This is an optimization exercise on Yosys and OpenROAD, whose aim is small area, not a production implementation.
Only simulation tests tie the RTL to the original design; equivalence was not proved.
No driver is modelled on the clock port, so clocking that relies on it looks cheaper here than on a real chip.
Power and IR drop assume default switching activity.

## run A
// jet_slot
module jet_slot (
    input  wire        clk,
    input  wire        rst,         
    input  wire        head,        
    input  wire        in_valid,    
    input  wire        end_set,     
    input  wire [63:0] insn,
    input  wire [31:0] tok_n,
    input  wire [31:0] tok_e,
    input  wire [31:0] tok_s,
    input  wire [31:0] tok_w,
    input  wire [31:0] k0,
    input  wire [31:0] k1,
    input  wire [31:0] k2,
    input  wire [31:0] k3,
    input  wire        carry_in,    
    output reg         res_valid,   
    output reg  [31:0] result,
    output reg         send_valid,  
    output reg         send_carry,
    output reg  [31:0] w0,
    output reg  [31:0] w1,
    output reg  [31:0] w2,
    output reg  [31:0] w3,
    output reg  [47:0] acc,
    output reg         c_flag,
    output reg         p_flag
);
==> flow/config.mk <==
export PLATFORM = sky130hd
export DESIGN_NAME = jet_slot
export DESIGN_NICKNAME = jet_slot
export VERILOG_FILES = /design/flow/design.v
export SDC_FILE = /design/flow/constraint.sdc
export NUM_CORES = 8
export LEC_CHECK = 0
export CAP_MARGIN = 20
export CORE_AREA = 2 2 332.445 332.445
export CTS_CLUSTER_DIAMETER = 80
export CTS_CLUSTER_SIZE = 25
export DIE_AREA = 0 0 334.445 334.445
export PLACE_DENSITY = 0.55
export SLEW_MARGIN = 20
export SYNTH_HIERARCHICAL = 1
export SYNTH_MINIMUM_KEEP_SIZE = 0
==> flow/constraint.sdc <==
create_clock -name core_clock -period 30.0 [get_ports {clk}]
set_input_delay 6.0000 -clock core_clock [delete_from_list [all_inputs] [get_ports {clk}]]
set_output_delay 6.0000 -clock core_clock [all_outputs]
set_load 0.01 [all_outputs]
standard.sh (not shown) runs the stock make flow with config.mk's settings and CLKGATE_MAP_FILE= SYNTH_SCRIPT=/design/flow/synth_recipe.tcl, a recipe that flattens the netlist after the stock synthesis.
==> flow/flow/run.sh <==
#!/bin/bash
# The standard layout with three changes: the smallest buffer (buf_1) on every
# port; after the floorplan, cells that synthesis sized up without need (slack
# to spare) set back to their smallest drive (flow/downsize.tcl); and the same
# again after clock tree synthesis, with the placement's wire estimates.
set -euo pipefail
export BUFFER_PORTS_ARGS="-buffer_cell sky130_fd_sc_hd__buf_1"
R=orfs/results/$FLOW_PLATFORM/jet_slot/base
bash standard.sh floorplan > make_floorplan.log 2>&1
DZ_IN=$R/2_floorplan.odb DZ_OUT=$R/2_floorplan.odb DZ_SDC=$R/2_floorplan.sdc \
  DZ_MARGIN=2.0 DZ_FLOOR=3.0 openroad -no_init -exit flow/downsize.tcl > downsize_floorplan.log 2>&1
bash standard.sh cts > make_cts.log 2>&1
DZ_IN=$R/4_cts.odb DZ_OUT=$R/4_cts.odb DZ_SDC=$R/4_cts.sdc DZ_PLACED=1 \
  DZ_MARGIN=2.0 DZ_FLOOR=1.8 openroad -no_init -exit flow/downsize.tcl > downsize_cts.log 2>&1
bash standard.sh finish > make_finish.log 2>&1
==> flow/flow/downsize.tcl <==
# Downsizes combinational cells (not buffers, inverters, flip-flops or adders)
# whose output pins have slack above DZ_MARGIN ns to the smallest drive of the
# same function, keeping the design's worst setup slack at least DZ_FLOOR ns.
# env: DZ_IN, DZ_OUT (odb), DZ_SDC, DZ_MARGIN, DZ_FLOOR, DZ_PLACED (1: estimate
# placement parasitics first)
set plat $::env(FLOW_HOME)/platforms/sky130hd
read_liberty $plat/lib/sky130_fd_sc_hd__tt_025C_1v80.lib
read_db $::env(DZ_IN)
read_sdc $::env(DZ_SDC)
source $plat/setRC.tcl
if {[info exists ::env(DZ_PLACED)] && $::env(DZ_PLACED)} {
  set_propagated_clock [all_clocks]
  estimate_parasitics -placement
}
set margin $::env(DZ_MARGIN)
set floor [expr {$::env(DZ_FLOOR) * 1e-9}]
proc smallest {master} {
  if {![regexp {^(sky130_fd_sc_hd__[a-z0-9]+?)_(\d+)$} $master -> base drive]} { return "" }
  if {[regexp {__(buf|clkbuf|clkinv|inv|df|dlygate|clkdlybuf|dlymetal|conb|fa|ha|tap|fill|decap|diode|bufinv|bufbuf|sdf|edf)} $base]} { return "" }
  set best ""
  set ba 1e9
  foreach c [get_lib_cells */${base}_*] {
    set n [get_name $c]
    if {![regexp "^${base}_\\d+\$" $n]} { continue }
    if {[get_property $c dont_use]} { continue }
    set a [get_property $c area]
    if {$a < $ba} { set ba $a; set best $n }
  }
  if {$best eq $master} { return "" }
  return $best
}
puts "worst slack before: [expr {[sta::worst_slack_cmd max] * 1e9}] ns"
set saved 0.0
set n 0
set tried 0
foreach inst [get_cells *] {
  set m [get_property $inst ref_name]
  set s [smallest $m]
  if {$s eq ""} { continue }
  set worst 1e9
  foreach p [get_pins -of_objects $inst -filter "direction == output"] {
    set sl [get_property $p slack_max]
    if {$sl ne "" && $sl < $worst} { set worst $sl }
  }
  if {$worst < $margin} { continue }
  incr tried
  set oa [get_property [get_lib_cells */$m] area]
  set na [get_property [get_lib_cells */$s] area]
  replace_cell $inst [get_lib_cells */$s]
  if {[sta::worst_slack_cmd max] < $floor} {
    replace_cell $inst [get_lib_cells */$m]
  } else {
    set saved [expr {$saved + $oa - $na}]
    incr n
  }
}
puts "downsized $n of $tried cells tried, saved $saved um2"
puts "worst slack after: [expr {[sta::worst_slack_cmd max] * 1e9}] ns"
if {[info exists ::env(DZ_OUT)]} { write_db $::env(DZ_OUT) }
Run A | stages: all done | timing, DRC, antenna: all pass
For run B, these inputs were changed with respect to run A:
Settings: removing CTS_CLUSTER_SIZE (formerly 25); removing CTS_CLUSTER_DIAMETER (formerly 80).
[summary]
- Delta (run B minus run A): switching power did not really move, met1 track demand over resource in global routing did not really move, fill cell instance count of the final layout did not really move, routing usage on met2 went down.
- As far as number of buffers and inverters on the critical path goes, run A and run B are indistinguishable; the numbers are identical.
- On total detailed-routing wirelength, run A and run B are basically level.
- Run B vs run A — utilization rose 0.20 points.
- Re synthesized area: no difference whatsoever between run A and run B.
- Relative to run A, run B degrades power.
diff inputs: run B => run C
Settings: setting CTS_CLUSTER_SIZE to 25 for the first time; setting CTS_CLUSTER_DIAMETER to 80 for the first time; changing PLACE_DENSITY from 0.55 to 0.7.
==> flow/flow/run.sh <==
#!/bin/bash
# The standard layout with these changes: the smallest buffer (buf_1) on every
# port; after the floorplan, cells that synthesis sized up without need (slack
# to spare) set back to their smallest drive (flow/downsize.tcl); after clock
# tree synthesis, the same again with the placement's wire estimates, and
# repair buffers with slack and slew to spare made buf_2 (flow/bufdown.tcl).
set -euo pipefail
export BUFFER_PORTS_ARGS="-buffer_cell sky130_fd_sc_hd__buf_1"
R=orfs/results/$FLOW_PLATFORM/jet_slot/base
bash standard.sh floorplan > make_floorplan.log 2>&1
DZ_IN=$R/2_floorplan.odb DZ_OUT=$R/2_floorplan.odb DZ_SDC=$R/2_floorplan.sdc \
  DZ_MARGIN=2.0 DZ_FLOOR=3.0 openroad -no_init -exit flow/downsize.tcl > downsize_floorplan.log 2>&1
bash standard.sh cts > make_cts.log 2>&1
DZ_IN=$R/4_cts.odb DZ_OUT=$R/4_cts.odb DZ_SDC=$R/4_cts.sdc DZ_MARGIN=1.5 DZ_FLOOR=2.0 \
  DZ_SLEW=0.9 openroad -no_init -exit flow/bufdown.tcl > bufdown_cts.log 2>&1
DZ_IN=$R/4_cts.odb DZ_OUT=$R/4_cts.odb DZ_SDC=$R/4_cts.sdc DZ_PLACED=1 \
  DZ_MARGIN=2.0 DZ_FLOOR=1.8 openroad -no_init -exit flow/downsize.tcl > downsize_cts.log 2>&1
bash standard.sh finish > make_finish.log 2>&1
==> flow/flow/bufdown.tcl (new file) <==
# Replaces buf_4, buf_6 and buf_8 by buf_2 where the output has slack (DZ_MARGIN ns)
# and slew (DZ_SLEW ns) to spare, keeping the worst setup slack at least DZ_FLOOR ns.
# env: DZ_IN, DZ_OUT (odb), DZ_SDC, DZ_MARGIN, DZ_FLOOR, DZ_SLEW
set plat $::env(FLOW_HOME)/platforms/sky130hd
read_liberty $plat/lib/sky130_fd_sc_hd__tt_025C_1v80.lib
read_db $::env(DZ_IN)
read_sdc $::env(DZ_SDC)
source $plat/setRC.tcl
set_propagated_clock [all_clocks]
estimate_parasitics -placement
set margin $::env(DZ_MARGIN)
set floor [expr {$::env(DZ_FLOOR) * 1e-9}]
set slewmax $::env(DZ_SLEW)
puts "worst slack before: [expr {[sta::worst_slack_cmd max] * 1e9}] ns"
report_check_types -max_slew -max_capacitance -violators
set b2 [get_lib_cells */sky130_fd_sc_hd__buf_2]
set n 0; set saved 0.0
foreach inst [get_cells *] {
  set m [get_property $inst ref_name]
  if {![regexp {^sky130_fd_sc_hd__buf_(4|6|8)$} $m]} continue
  set op [get_pins -of_objects $inst -filter "direction == output"]
  set sl [get_property $op slack_max]
  if {$sl eq "" || $sl < $margin} continue
  set oa [get_property [get_lib_cells */$m] area]
  replace_cell $inst $b2
  set sw [get_property $op slew_max]
  if {[sta::worst_slack_cmd max] < $floor || $sw > $slewmax} {
    replace_cell $inst [get_lib_cells */$m]
  } else { incr n; set saved [expr {$saved + $oa - 5.0048}] }
}
puts "replaced $n buffers, saved $saved um2"
puts "worst slack after: [expr {[sta::worst_slack_cmd max] * 1e9}] ns"
report_check_types -max_slew -max_capacitance -violators
if {[info exists ::env(DZ_OUT)]} { write_db $::env(DZ_OUT) }
Findings:
Looking only at worst-case register-to-register setup slack, and setting everything else aside, the higher value of run B and run C goes to run B.
The final routed wirelength across all metal layers in run B is 1.05 times that in run C.
Between run C and run B, it is run C whose pin count of the biggest net entering global routing is higher, by 1.
Total track usage came out lower on run C than on run B.
Count of clock-buffer cells in the layout: run C < run B
Against run B, run C comes in 24% lower on worst-case vdd ir drop.
Taking run B as the reference point, the worst setup margin of run C falls by 130 ps.
Compared with run B, run C shows a first-pass GRT wire length that is about 3.7% lower.
Run C ended up with a lower number of buffers created by CTS than run B did.
The following lists how run D was set up differently from run C:
Settings: swapping 0.7 for 0.55 in PLACE_DENSITY.
-- flow/flow/run.sh --
<<< run C, line 13
bash standard.sh cts > make_cts.log 2>&1
DZ_IN=$R/4_cts.odb DZ_OUT=$R/4_cts.odb DZ_SDC=$R/4_cts.sdc DZ_MARGIN=1.5 DZ_FLOOR=2.0 \
  DZ_SLEW=0.9 openroad -no_init -exit flow/bufdown.tcl > bufdown_cts.log 2>&1
>>> run D, line 13
bash standard.sh cts > make_cts.log 2>&1
DZ_IN=$R/4_cts.odb DZ_OUT=$R/4_cts.odb DZ_SDC=$R/4_cts.sdc DZ_MARGIN=3.0 DZ_FLOOR=2.0 \
  DZ_SLEW=0.9 openroad -no_init -exit flow/bufdown.tcl > bufdown_cts.log 2>&1
-- flow/flow/bufdown.tcl --
<<< run C, line 1
# Replaces buf_4, buf_6 and buf_8 by buf_2 where the output has slack (DZ_MARGIN ns)
# and slew (DZ_SLEW ns) to spare, keeping the worst setup slack at least DZ_FLOOR ns.
# env: DZ_IN, DZ_OUT (odb), DZ_SDC, DZ_MARGIN, DZ_FLOOR, DZ_SLEW
>>> run D, line 1
# Replaces buf_4, buf_6 and buf_8 by buf_1, else buf_2, where the output has slack
# (DZ_MARGIN ns) and slew (DZ_SLEW ns) to spare, keeping the worst setup slack at
# least DZ_FLOOR ns.
# env: DZ_IN, DZ_OUT (odb), DZ_SDC, DZ_MARGIN, DZ_FLOOR, DZ_SLEW
<<< run C, line 15
report_check_types -max_slew -max_capacitance -violators
set b2 [get_lib_cells */sky130_fd_sc_hd__buf_2]
>>> run D, line 16
report_check_types -max_slew -max_capacitance -violators
set b1 [get_lib_cells */sky130_fd_sc_hd__buf_1]
set b2 [get_lib_cells */sky130_fd_sc_hd__buf_2]
<<< run C, line 24
  set oa [get_property [get_lib_cells */$m] area]
  replace_cell $inst $b2
  set sw [get_property $op slew_max]
  if {[sta::worst_slack_cmd max] < $floor || $sw > $slewmax} {
    replace_cell $inst [get_lib_cells */$m]
  } else { incr n; set saved [expr {$saved + $oa - 5.0048}] }
}
>>> run D, line 26
  set oa [get_property [get_lib_cells */$m] area]
  set done 0
  foreach {b na} [list $b1 3.7536 $b2 5.0048] {
    replace_cell $inst $b
    if {[sta::worst_slack_cmd max] >= $floor && [get_property $op slew_max] <= $slewmax} {
      incr n; set saved [expr {$saved + $oa - $na}]; set done 1; break
    }
  }
  if {!$done} { replace_cell $inst [get_lib_cells */$m] }
}
Notes after the runs:
Run D vs run C — routed wire length rose about 5%.
Run D vs. run C: length of routed met3 wiring went down by 10%, area added between synthesis and finish went up by 0.60 points.

## re-timing with driven ports
How much do the figures lean on ideal ports? The routed layouts below were timed once more, with nothing changed but the port constraints. Step 1, drivers: a clkbuf_16 drives clk and a buf_2 each remaining input, both assumed. Step 2, shift: input delay + t, output delay - t, t = (earliest + latest rising clock arrival at the registers) / 2. This alone moves slack from input paths to output paths. Slacks: no drivers / after step 1 / after step 2; pairs: no drivers / after step 1.
run	t, ns	setup WS [ns]	clock arrival spread, ns
run A	0.647	0.868 / 0.905 / 0.258	0.034 / 0.033
run B	0.665	1.053 / 1.091 / 0.427	0.033 / 0.033
run C	0.632	0.921 / 0.968 / 0.336	0.036 / 0.036
run D	0.648	1.089 / 1.125 / 0.477	0.036 / 0.036
After both steps setup and hold are still met in every run listed. For run B, which loses most, drivers alone change the setup slack by +0.038 ns; drivers and shift together by -0.626 ns.
